This design comes from an exercise in tuning for small area, a short achievable clock period and few clock cycles per item on the open sky130 flow, not from production work. For this run, only the layout was checked, not whether the RTL still works.

==> flow/design.v <==
module bic_adv (
    input  wire [31:0] s,
    output wire [31:0] n
);
    function automatic [31:0] advance32(input [31:0] v);
        integer i;
        reg [31:0] x;
        begin
            x = v;
            for (i = 0; i < 32; i = i + 1)
                x = (x >> 1) ^ (x[0] ? 32'h8020_0003 : 32'h0);
            advance32 = x;
        end
    endfunction
    assign n = advance32(s);
endmodule
module bic_whiten (
    input  wire [31:0] x,
    output wire [31:7] d
);
    wire [31:0] w0 = x ^ (x >> 16);
    wire [31:0] w1 = w0 - (w0 << 2) - (w0 << 4) + (w0 << 7) - (w0 << 10)
                   + (w0 << 14) - (w0 << 16) - (w0 << 18) + (w0 << 21)
                   - (w0 << 26) - (w0 << 28) + (w0 << 30);
    wire [31:0] v  = w1 ^ (w1 >> 15);
    assign d = v[31:7];
endmodule
module bic_elem (
    input  wire [7:0]  code,
    input  wire        fmt,        
    input  wire [4:0]  emx,
    input  wire [1:0]  rmode,      
    input  wire [31:7] draw,
    input  wire        kill,       
    output wire [7:0]  q
);
    wire [4:0] e   = fmt ? code[6:2] : {1'b0, code[6:3]};
    wire       en  = (e != 5'd0);
    wire [3:0] sig = fmt ? {1'b0, en, code[1:0]} : {en, code[2:0]};
    wire [4:0] sh  = emx - (en ? e : 5'd1);
    wire [39:0] wide = {sig, 36'b0} >> sh;    
    wire [7:0]  ip   = wide[39:32];
    wire [31:7] frac = wide[31:7];
    wire [25:0] sr_sum = {1'b0, frac} + {1'b0, draw};
    wire        up_rne = frac[31] & ((|frac[30:7]) | ip[0]);
    wire        up_sr  = sr_sum[25];
    wire        up     = (rmode == 2'd0) ? up_rne :
                         (rmode == 2'd2) ? up_sr  : 1'b0;
    wire [7:0]  mag = ip + {7'b0, up};
    assign q = kill ? 8'd0 : (code[7] ? (8'd0 - mag) : mag);
endmodule
module fp8_block_int8 (
    input  wire        clk,
    input  wire        rst,
    input  wire        in_valid,
    output wire        in_ready,
    input  wire        in_wr,       
    input  wire [5:0]  in_idx,      
    input  wire [63:0] in_data,     
    input  wire        in_fmt,      
    input  wire [1:0]  in_rmode,    
    input  wire [7:0]  in_scale,    
    input  wire        in_first,    
    output wire        out_valid,
    input  wire        out_ready,
    output wire [63:0] out_data,    
    output wire [7:0]  out_scale,   
    output wire [3:0]  out_fault    
);
    reg  [1:0] ph;
    reg        seeding;
    reg  [5:0] sc;            
    always @(posedge clk) begin
        if (rst) begin
            ph      <= 2'd0;
            seeding <= 1'b1;
            sc      <= 6'd0;
        end else begin
            ph <= ph + 2'd1;
            if (seeding) begin
                sc <= sc + 6'd1;
                if (sc == 6'd63)
                    seeding <= 1'b0;
            end
        end
    end
    reg [31:0] seed_rom;
    always @(*) begin
        case (sc)
            6'd0: seed_rom = 32'h993d6596;
            6'd1: seed_rom = 32'h7f2cf253;
            6'd2: seed_rom = 32'h087b9009;
            6'd3: seed_rom = 32'h283c73bd;
            6'd4: seed_rom = 32'hcfc1fb9e;
            6'd5: seed_rom = 32'hc534f82a;
            6'd6: seed_rom = 32'he8b06896;
            6'd7: seed_rom = 32'h4812cd8a;
            6'd8: seed_rom = 32'h86cd1857;
            6'd9: seed_rom = 32'h59cfd1d4;
            6'd10: seed_rom = 32'hb7f7a6c4;
            6'd11: seed_rom = 32'hfb9b1dbc;
            6'd12: seed_rom = 32'h8ac73944;
            6'd13: seed_rom = 32'hc788f816;
            6'd14: seed_rom = 32'h825e0887;
            6'd15: seed_rom = 32'h3d334ba5;
            6'd16: seed_rom = 32'h4a91fdf1;
            6'd17: seed_rom = 32'h669a7b44;
            6'd18: seed_rom = 32'hcb0afefc;
            6'd19: seed_rom = 32'h16acfebd;
            6'd20: seed_rom = 32'h27b53de6;
            6'd21: seed_rom = 32'h1625dc7a;
            6'd22: seed_rom = 32'hb1267b9f;
            6'd23: seed_rom = 32'he11f2508;
            6'd24: seed_rom = 32'h33c7a85f;
            6'd25: seed_rom = 32'hb582420f;
            6'd26: seed_rom = 32'he03fdeb3;
            6'd27: seed_rom = 32'h839a17a1;
            6'd28: seed_rom = 32'h0c92b806;
            6'd29: seed_rom = 32'h13a6bf3c;
            6'd30: seed_rom = 32'h2f9b099a;
            6'd31: seed_rom = 32'h9f9937fb;
            6'd32: seed_rom = 32'h451e52b6;
            6'd33: seed_rom = 32'h2379d67e;
            6'd34: seed_rom = 32'hc6e7e736;
            6'd35: seed_rom = 32'hedb80d84;
            6'd36: seed_rom = 32'h1442e81e;
            6'd37: seed_rom = 32'h82ce0558;
            6'd38: seed_rom = 32'h6dfc012a;
            6'd39: seed_rom = 32'h4dff1cc0;
            6'd40: seed_rom = 32'h8bc9b2e8;
            6'd41: seed_rom = 32'h37feeba3;
            6'd42: seed_rom = 32'h44c786da;
            6'd43: seed_rom = 32'h3f6d0e8a;
            6'd44: seed_rom = 32'hfab207b6;
            6'd45: seed_rom = 32'h62d9fc9e;
            6'd46: seed_rom = 32'h6977b988;
            6'd47: seed_rom = 32'h1ea59256;
            6'd48: seed_rom = 32'hc0a45ae2;
            6'd49: seed_rom = 32'h9eed372e;
            6'd50: seed_rom = 32'hf4ae9604;
            6'd51: seed_rom = 32'hf0251d56;
            6'd52: seed_rom = 32'h880f0202;
            6'd53: seed_rom = 32'he6877b54;
            6'd54: seed_rom = 32'h2018b822;
            6'd55: seed_rom = 32'h494b81db;
            6'd56: seed_rom = 32'ha5fca182;
            6'd57: seed_rom = 32'h48ba951c;
            6'd58: seed_rom = 32'hc9110276;
            6'd59: seed_rom = 32'h17a82c54;
            6'd60: seed_rom = 32'h6b2ced5a;
            6'd61: seed_rom = 32'h1d347a3f;
            6'd62: seed_rom = 32'h1f567ccf;
            6'd63: seed_rom = 32'h5aeeaacc;
            default: seed_rom = 32'h0;
        endcase
    end
    reg         in_ready_r;
    reg  [1:0]  icnt;           
    reg  [63:0] S0, S1, S2, S3, T;
    wire        fire = in_valid & in_ready_r;
    assign in_ready = in_ready_r;
    always @(posedge clk) begin
        S0 <= in_ready_r ? in_data : S3;
        S1 <= S0;
        S2 <= S1;
        S3 <= S2;
        T  <= S3;
    end
    reg        rin_wr, rin_fmt, rin_par, last_par;
    reg  [1:0] rin_rm;
    reg  [7:0] rin_sc;
    reg  [5:0] rin_idx;
    wire       cap0 = in_ready_r & (icnt == 2'd0);
    always @(posedge clk) begin
        if (cap0) begin
            rin_wr  <= in_wr;
            rin_fmt <= in_fmt;
            rin_rm  <= in_rmode;
            rin_sc  <= in_scale;
            rin_idx <= in_idx;
            rin_par <= in_first ? 1'b0 : ~last_par;
        end
    end
    reg        fire_r;
    reg  [1:0] fbeat_r;
    always @(posedge clk) begin
        fire_r  <= ~rst & fire;
        fbeat_r <= icnt;
        if (rst)
            last_par <= 1'b1;
        else if (fire_r && fbeat_r == 2'd0 && !rin_wr)
            last_par <= rin_par;
    end
    wire [9:0] thr_hi = 10'd276 - {2'b0, rin_sc};
    wire [9:0] thr_lo = 10'd22  - {2'b0, rin_sc};    
    reg  [47:0] mx;
    reg  [5:0]  bmax;
    reg         bnz, bbad, bhi, bge, nze;
    reg  [5:0]  ebv;
    integer e, w;
    always @(*) begin
        bnz  = 1'b0;
        bbad = 1'b0;
        bhi  = 1'b0;
        bge  = 1'b0;
        for (e = 0; e < 8; e = e + 1) begin
            if (!rin_fmt) begin
                ebv  = ((S0[8*e+3 +: 4] == 4'd0) ? 6'd1 : {2'b0, S0[8*e+3 +: 4]}) + 6'd9;
                bbad = bbad | (S0[8*e +: 7] == 7'h7F);
            end else begin
                ebv  = ((S0[8*e+2 +: 5] == 5'd0) ? 6'd1 : {1'b0, S0[8*e+2 +: 5]}) + 6'd1;
                bbad = bbad | (S0[8*e+2 +: 5] == 5'd31);
            end
            nze = (S0[8*e +: 7] != 7'd0);
            mx[6*e +: 6] = nze ? ebv : 6'd0;
            bnz = bnz | nze;
            bhi = bhi | (nze && {4'b0, ebv} > thr_hi);
            bge = bge | (nze && (thr_lo[9] || {4'b0, ebv} >= thr_lo));
        end
        for (w = 4; w >= 1; w = w / 2)
            for (e = 0; e < w; e = e + 1)
                mx[6*e +: 6] = (mx[12*e +: 6] > mx[12*e+6 +: 6]) ? mx[12*e +: 6] : mx[12*e+6 +: 6];
        bmax = mx[5:0];
    end
    reg  [5:0] acc_max;
    reg        acc_nz, acc_bad, acc_hi, acc_ge;
    wire       acc_new = fire_r & (fbeat_r == 2'd0);
    wire [5:0] n_max   = !fire_r ? acc_max : (acc_new || bmax > acc_max) ? bmax : acc_max;
    wire       n_nz    = !fire_r ? acc_nz  : bnz  | (acc_nz  & ~acc_new);
    wire       n_bad   = !fire_r ? acc_bad : bbad | (acc_bad & ~acc_new);
    wire       n_hi    = !fire_r ? acc_hi  : bhi  | (acc_hi  & ~acc_new);
    wire       n_ge    = !fire_r ? acc_ge  : bge  | (acc_ge  & ~acc_new);
    always @(posedge clk) begin
        acc_max <= n_max;
        acc_nz  <= n_nz;
        acc_bad <= n_bad;
        acc_hi  <= n_hi;
        acc_ge  <= n_ge;
    end
    wire       f_nan = (rin_sc == 8'hFF);
    wire       f_rng = n_nz & (n_hi | ~n_ge);
    wire [3:0] f_flt = f_nan ? 4'd2 : n_bad ? 4'd3 : f_rng ? 4'd4 : 4'd0;
    wire [7:0] f_sum = rin_sc + {2'b0, n_max} - 8'd22;
    wire [7:0] f_osc = (f_nan | n_bad | f_rng) ? 8'd0 : n_nz ? f_sum : rin_sc;
    wire       f_den = (rin_rm == 2'd2) & ~(f_nan | n_bad | f_rng);
    wire [5:0] f_emx = n_max - (rin_fmt ? 6'd1 : 6'd8);
    reg        busy, pend;
    reg  [1:0] pcnt;
    reg  [1:0] credits;
    reg        p_wr, p_fmt, p_par, p_den;
    reg  [1:0] p_rm;
    reg  [5:0] p_idx;
    reg  [4:0] p_emx;
    reg  [7:0] p_osc;
    reg  [3:0] p_flt;
    reg  [31:0] wd;
    wire start  = !seeding && ph == 2'd0 && !busy && pend && (rin_wr || credits != 2'd0);
    wire issue  = (start && !rin_wr) ||
                  (busy && !p_wr && ph == pcnt && credits != 2'd0);
    wire c_wr   = start ? rin_wr  : p_wr;
    wire [5:0] widx = start ? rin_idx : p_idx;
    wire wapply = (start || busy) && c_wr && ph == widx[4:3];
    wire den    = start ? f_den   : p_den;
    wire par    = start ? rin_par : p_par;
    reg  par_x;
    always @(posedge clk)
        par_x <= (ph == 2'd3) ? rin_par : par;
    wire dcommit = issue & den;
    wire [31:0] wsrc  = (ph == 2'd0) ? S3[31:0] : wd;
    wire [31:0] wval  = seeding ? seed_rom : wsrc;
    wire        wlive = seeding | (wapply & (wsrc != 32'd0));
    wire [5:0]  wgen  = seeding ? {sc[5], sc[1:0], sc[4:2]} : widx;
    wire pop = out_valid & out_ready;
    always @(posedge clk) begin
        if (rst) begin
            busy    <= 1'b0;
            pend    <= 1'b0;
            pcnt    <= 2'd0;
            credits <= 2'd3;
        end else begin
            pend    <= (fire && (icnt == 2'd3 || (icnt == 2'd0 && in_wr))) || (pend && !start);
            credits <= credits - {1'b0, issue} + {1'b0, pop};
            if (start) begin
                busy <= rin_wr ? (rin_idx[4:3] != 2'd0) : 1'b1;
                pcnt <= 2'd1;
            end else if (busy) begin
                if (p_wr) begin
                    if (ph == p_idx[4:3])
                        busy <= 1'b0;
                end else if (issue) begin
                    pcnt <= pcnt + 2'd1;
                    if (pcnt == 2'd3)
                        busy <= 1'b0;
                end
            end
        end
        if (start) begin
            p_wr  <= rin_wr;
            p_fmt <= rin_fmt;
            p_par <= rin_par;
            p_den <= f_den;
            p_rm  <= rin_rm;
            p_idx <= rin_idx;
            p_emx <= f_emx[4:0];
            p_osc <= f_osc;
            p_flt <= f_flt;
            wd    <= S3[31:0];
        end
    end
    reg  [255:0] G0 [0:3];
    reg  [255:0] G1 [0:3];
    wire [255:0] xr = par_x ? G1[0] : G0[0];
    wire [255:0] tail0, tail1;
    wire [199:0] dnext;      
    reg  [199:0] dreg;
    genvar l;
    generate
        for (l = 0; l < 8; l = l + 1) begin : lane
            wire        xw = wlive && wgen[2:0] == l;
            wire [31:0] xv = xw ? wval : xr[32*l +: 32];
            wire [31:0] nv;
            bic_adv u_adv (.s(xv), .n(nv));
            bic_whiten u_wht (.x(xr[32*l +: 32]), .d(dnext[25*l +: 25]));
            wire t0 = (dcommit && !par) || (xw && !wgen[5]);
            wire t1 = (dcommit &&  par) || (xw &&  wgen[5]);
            assign tail0[32*l +: 32] = t0 ? nv : G0[0][32*l +: 32];
            assign tail1[32*l +: 32] = t1 ? nv : G1[0][32*l +: 32];
        end
    endgenerate
    always @(posedge clk) begin
        G0[0] <= G0[1]; G0[1] <= G0[2]; G0[2] <= G0[3]; G0[3] <= tail0;
        G1[0] <= G1[1]; G1[1] <= G1[2]; G1[2] <= G1[3]; G1[3] <= tail1;
        dreg  <= dnext;
    end
    reg issue_r;
    always @(posedge clk)
        issue_r <= ~rst & issue;
    wire [63:0] qv;
    generate
        for (l = 0; l < 8; l = l + 1) begin : cv
            bic_elem u_elem (
                .code  (T[8*l +: 8]),
                .fmt   (p_fmt),
                .emx   (p_emx),
                .rmode (p_rm),
                .draw  (dreg[25*l +: 25]),
                .kill  (p_flt != 4'd0),
                .q     (qv[8*l +: 8])
            );
        end
    endgenerate
    wire [75:0] res = {p_flt, p_osc, qv};
    reg  [75:0] E0, E1, E2;
    reg  [1:0]  cnt;
    reg         ov_r;
    wire [1:0]  cnt_n = cnt - {1'b0, pop} + {1'b0, issue_r};
    always @(posedge clk) begin
        if (rst) begin
            cnt  <= 2'd0;
            ov_r <= 1'b0;
        end else begin
            cnt  <= cnt_n;
            ov_r <= (cnt_n != 2'd0);
        end
        if (pop) begin
            E0 <= (cnt >= 2'd2) ? E1 : res;
            E1 <= (cnt == 2'd3) ? E2 : res;
            E2 <= res;
        end else begin
            if (cnt == 2'd0) E0 <= res;
            if (cnt == 2'd1) E1 <= res;
            if (cnt == 2'd2) E2 <= res;
        end
    end
    assign out_valid = ov_r;
    assign out_data  = E0[63:0];
    assign out_scale = E0[71:64];
    assign out_fault = E0[75:72];
    wire [1:0] icnt_n   = fire ? ((icnt == 2'd0 && in_wr) ? 2'd0 : icnt + 2'd1) : icnt;
    wire [1:0] ph_n     = ph + 2'd1;
    wire       seed_n   = seeding && sc != 6'd63;
    wire       pend_n   = (fire && (icnt == 2'd3 || (icnt == 2'd0 && in_wr))) || (pend && !start);
    wire       busy_n   = start ? (rin_wr ? (rin_idx[4:3] != 2'd0) : 1'b1) :
                          (busy && !(p_wr ? ph == p_idx[4:3] : (issue && pcnt == 2'd3)));
    wire       pwr_n    = start ? rin_wr : p_wr;
    wire [1:0] pcnt_n   = start ? 2'd1 : (busy && !p_wr && issue) ? pcnt + 2'd1 : pcnt;
    wire [1:0] cred_n   = credits - {1'b0, issue} + {1'b0, pop};
    wire       rwr_n    = cap0 ? in_wr : rin_wr;
    wire       start_n  = !seed_n && ph_n == 2'd0 && !busy_n && pend_n && (rwr_n || cred_n != 2'd0);
    wire       issue_n  = busy_n && !pwr_n && ph_n == pcnt_n && cred_n != 2'd0;
    wire       slot_ok  = (icnt_n == 2'd0) ? (!pend_n || start_n)
                                           : (!busy_n || pwr_n || pcnt_n > icnt_n || issue_n);
    always @(posedge clk) begin
        in_ready_r <= !rst && !seed_n && ph_n == icnt_n && slot_ok;
        icnt       <= rst ? 2'd0 : icnt_n;
    end
endmodule
==> flow/run.sh <==
#!/bin/bash
# synth_recipe.tcl (not shown) runs the flow's synth.tcl, then flattens the netlist and writes it again
# the make line also repeats each setting of config.mk as NAME=value (left out here)
make -C /OpenROAD-flow-scripts/flow DESIGN_CONFIG=/design/flow/config.mk WORK_HOME=/design/flow/orfs CLKGATE_MAP_FILE= SYNTH_SCRIPT=/design/flow/synth_recipe.tcl finish
==> flow/config.mk <==
export PLATFORM = sky130hd
export DESIGN_NAME = fp8_block_int8
export DESIGN_NICKNAME = fp8_block_int8
export VERILOG_FILES = /design/flow/design.v
export SDC_FILE = /design/flow/constraint.sdc
export NUM_CORES = 8
export LEC_CHECK = 0
export CAP_MARGIN = 20
export CORE_MARGIN = 2
export CORE_UTILIZATION = 40
export PLACE_DENSITY = 0.6
export SLEW_MARGIN = 20
==> flow/constraint.sdc <==
create_clock -name core_clock -period 40.0 [get_ports {clk}]
set_input_delay 8.0000 -clock core_clock [delete_from_list [all_inputs] [get_ports {clk}]]
set_output_delay 8.0000 -clock core_clock [all_outputs]
set_load 0.01 [all_outputs]
==> run notes <==
[Yosys cell counts, types with 42 or more instances]
| library cell | number | area, um2 |
|---|---|---|
| a31oi_1 | 54 | 338 |
| o22ai_1 | 42 | 263 |
| xor2_1 | 578 | 5060 |
| ha_1 | 1307 | 16400 |
| mux2i_1 | 493 | 4930 |
| xnor2_1 | 1064 | 9320 |
| a21oi_1 | 457 | 2290 |
| or3_1 | 52 | 325 |
| mux2_2 | 647 | 7290 |
| clkbuf_1 | 272 | 1020 |
| a21o_1 | 121 | 908 |
| xnor3_1 | 42 | 946 |
| fa_1 | 1073 | 21500 |
| nand4_1 | 69 | 432 |
| nor2_1 | 599 | 2250 |
| or2_2 | 53 | 332 |
| nand2b_1 | 103 | 644 |
| nor3_1 | 106 | 531 |
| o21ai_0 | 449 | 2250 |
| nand3_1 | 135 | 676 |
| nand2_1 | 678 | 2540 |
| o31ai_1 | 70 | 526 |
| inv_1 | 2066 | 7750 |
| edfxtp_1 | 294 | 8830 |
| dfxtp_1 | 2647 | 53000 |
| o21a_1 | 76 | 571 |
| nor2b_1 | 95 | 594 |
[registers in the layout, summed over array words and instances, names as in the netlist, 8 cells and up]
signal / count
E0: 75
E1: 75
E2: 75
G0: 1024
G1: 1024
S0: 64
S1: 64
S2: 64
S3: 64
T: 64
dreg: 200
p_osc: 8
rin_sc: 8
seed_rom: 32
wd: 32
[how the worst max path moves through the flow]
| stage | startpoint | endpoint | slack [ns] | cells past startpoint |
|---|---|---|---|---|
| 6_report | S0[3]$_DFF_P_ | p_osc[7]$_SDFFCE_PP0P_ | 27.93 | 49 |
| 2_1_floorplan | out_ready | E0[0]$_DFFE_PP_ | 28.49 | 2 |
| 4_1_cts | S0[3]$_DFF_P_ | p_osc[7]$_SDFFCE_PP0P_ | 27.94 | 50 |
| 3_3_place_gp | S0[3]$_DFF_P_ | p_osc[7]$_SDFFCE_PP0P_ | 27.95 | 50 |
| 5_1_grt | S0[3]$_DFF_P_ | p_osc[7]$_SDFFCE_PP0P_ | 27.10 | 50 |
| 3_5_place_dp | rst | seed_rom[22]$_DFF_P_ | 28.03 | 12 |
[through the flow]
stage | worst slack, ns | cell area [um2] | utilization [%] | hold slack (ns) | instances
floorplan | 28.49 | 157000 | - | 0.310 | 14275
global placement | 27.95 | 166000 | 42.6 | 0.309 | 19557
detailed placement | 28.03 | 166000 | 42.7 | 0.312 | 19558
CTS | 27.94 | 176000 | 45.3 | 0.263 | 20112
global route | 27.10 | 176000 | 45.3 | 0.269 | 20113
finish | 27.93 | 176000 | 45.3 | 0.263 | 20123
[final cells by class]
class / instances / area (um2) / area share (%)
Antenna cell: 11 / 27.5 / 0.0156
Timing Repair Buffer: 441 / 3750 / 2.13
Sequential cell: 2941 / 61800 / 35.0
Clock inverter: 141 / 1690 / 0.955
Clock buffer: 413 / 8680 / 4.92
Tap cell: 5197 / 6500 / 3.68
Inverter: 2073 / 7790 / 4.41
Multi-Input combinational cell: 8906 / 86200 / 48.9
[routing by layer]
metal  share of wire, %  vias up  wire length, um  GRT usage [%]
li1                   -    47427                -              -
met1                 47    48389           207000           31.0
met2                 44     2506           194000           34.1
met3                5.4      687            24100           3.04
met4                4.2        2            18700           8.56
met5             0.0018        -                8              0
[cells by family (layout without fill, tap and decap cells)]
kind of cell	count (synthesis)	after routing	synth area share, %
other	1	12	0.00239
xor gates and xnor gates	1707	1707	10.1
adders and majority gates	2384	2384	24.2
muxes	1166	1166	8.07
buffers and inverters	2428	3068	5.93
and+or+nand+nor	2096	2096	6.24
AOI/OAI and AO/OA	1552	1552	6.05
DFF	2941	2941	39.5
==> run notes <==
Initial Util -> 40.2%
Max-slew violations -> 0
First-pass GRT wire length -> 655000 um
Final #Nets -> 17137
Die ar. -> 397000 um2
Congestion Overflow GR -> 0
Total track usage -> 22.0%
Post-Syn Nets -> 16742
Largest net degree at the start of global routing -> 110
Initial antenna violation count -> 20
R2R Path End -> p_osc[7]$_SDFFCE_PP0P_
CTS tree -> built
Layout cell share with drive strength beyond 1 -> 10.9%
Unrepaired setup endpoints after global routing -> false
Achievable Freq -> 82.8 MHz
DR iter-0 viols -> 6915
Kind of end point of the critical path -> flip-flop
Post-Route WL -> 443000 um
Port Buffers -> 163
WHS Endpoint -> G0[0][136]$_DFF_P_
Placeable Area -> 389000 um2
Status -> timing/DRC/antenna clean
Tmin final -> 12.07 ns
Inserted Clock Buffers -> 307
DRT antenna net count -> 0
Worst Hold Class -> reg -> reg
Crit path buf inv count -> 1
Post-synth cell types -> 103
Final Hold Fails -> 0
Reg clk slew, reported paths -> 0.06 ns
Root Driver -> clkbuf_16
CP delay by family, top -> compound AO/OA/AOI/OAI gates
Vias in the first global route -> 99501
CTS Hold Buffers Added -> 0
Fin Clk Skew -> 0.115 ns
DRC -> 0
Post-CTS sizing -> 0
Most frequent cells in the layout -> dfxtp_1, inv_1, ha_1, fa_1, xnor2_1
WP data required -> 40.69 ns
Area Overhead vs Synth -> 12.7%
# setup viols final -> 0
#FFs+latches synth -> 2941
Insertion delay to the later sink of the worst-skew pair -> 0.97 ns
DP Wirelength -> 342000 um
Avg WL per Cell -> 22.0 um
Synth Area per Inst -> 11.0 um2
Critical Path Source Type -> flip-flop
Max Fanout on Critical Path -> 10
Worst r2r path cells -> 49
Synthesized area -> 157000 um2
Placement row count -> 229
EDFF count, synth -> 294
Worst Path Arrival -> 12.76 ns
Setup Fix Bufs, Post-CTS -> 0
TritonRoute pass-1 iters -> 6
Detailed-route via count -> 99011
Cells after synthesis -> 14275
Worst hold path startpoint -> G0[1][136]$_DFF_P_
FFs w/ async S/R, synth -> 0%
Worst Setup Path Type -> reg -> reg
Max-slew headroom -> 8.89%
Top-level I/O count -> 165
Sink Count -> 2941
Main flop type after synthesis -> dfxtp_1
Slowest CP cell -> or4_1
Max clock buf depth -> 4
Seq/Total Area, Yosys -> 39.5%
H-tree depth -> 5
Commonest non-fill, non-tap cell in the layout -> dfxtp_1
Drt via density -> 4.92
Reg-to-reg slack, setup -> 27.93 ns
Die X-Extent -> 630 um
FILL cells -> 36263
Worst Tran Pin Value -> 1.37 ns
Max-capacitance violation count -> 0
Final worst-path cycle share -> 30.2%
Final TNS setup -> 0 ns
R2R Path Start -> S0[3]$_DFF_P_
Hold path cells -> 0
Die height -> 630 um
Synth warn -> 4
CP max stage delay -> 0.64 ns
Routability cong. -> 0.951

-- re-timing with driven ports --
In the flow no input, the clock included, has a driving cell. The finished layout below was timed again as built, in two steps.
Step 1 sets driving cells, clkbuf_16 on the clock port and buf_2 on the other inputs (assumed; they add their load-dependent delay and slew).
Step 2 times the ports against the registers' clock, not the clock port: input delays grow and output delays shrink by t, the midpoint of the rising clock arrivals with the driver on.
Three values: ideal ports, drivers, drivers and shift; two values: the first two.
t (ns): 1.020
setup slack, ns: 27.930 / 27.930 / 27.930
hold WS [ns]: 0.263 / 0.263 / 0.263
worst setup path at the end: register to register
clock arrival spread, ns: 0.118 / 0.118
After both steps this run still meets setup and hold. The setup slack of this run moves by 0.000 ns with the drivers and by 0.000 ns with both steps.
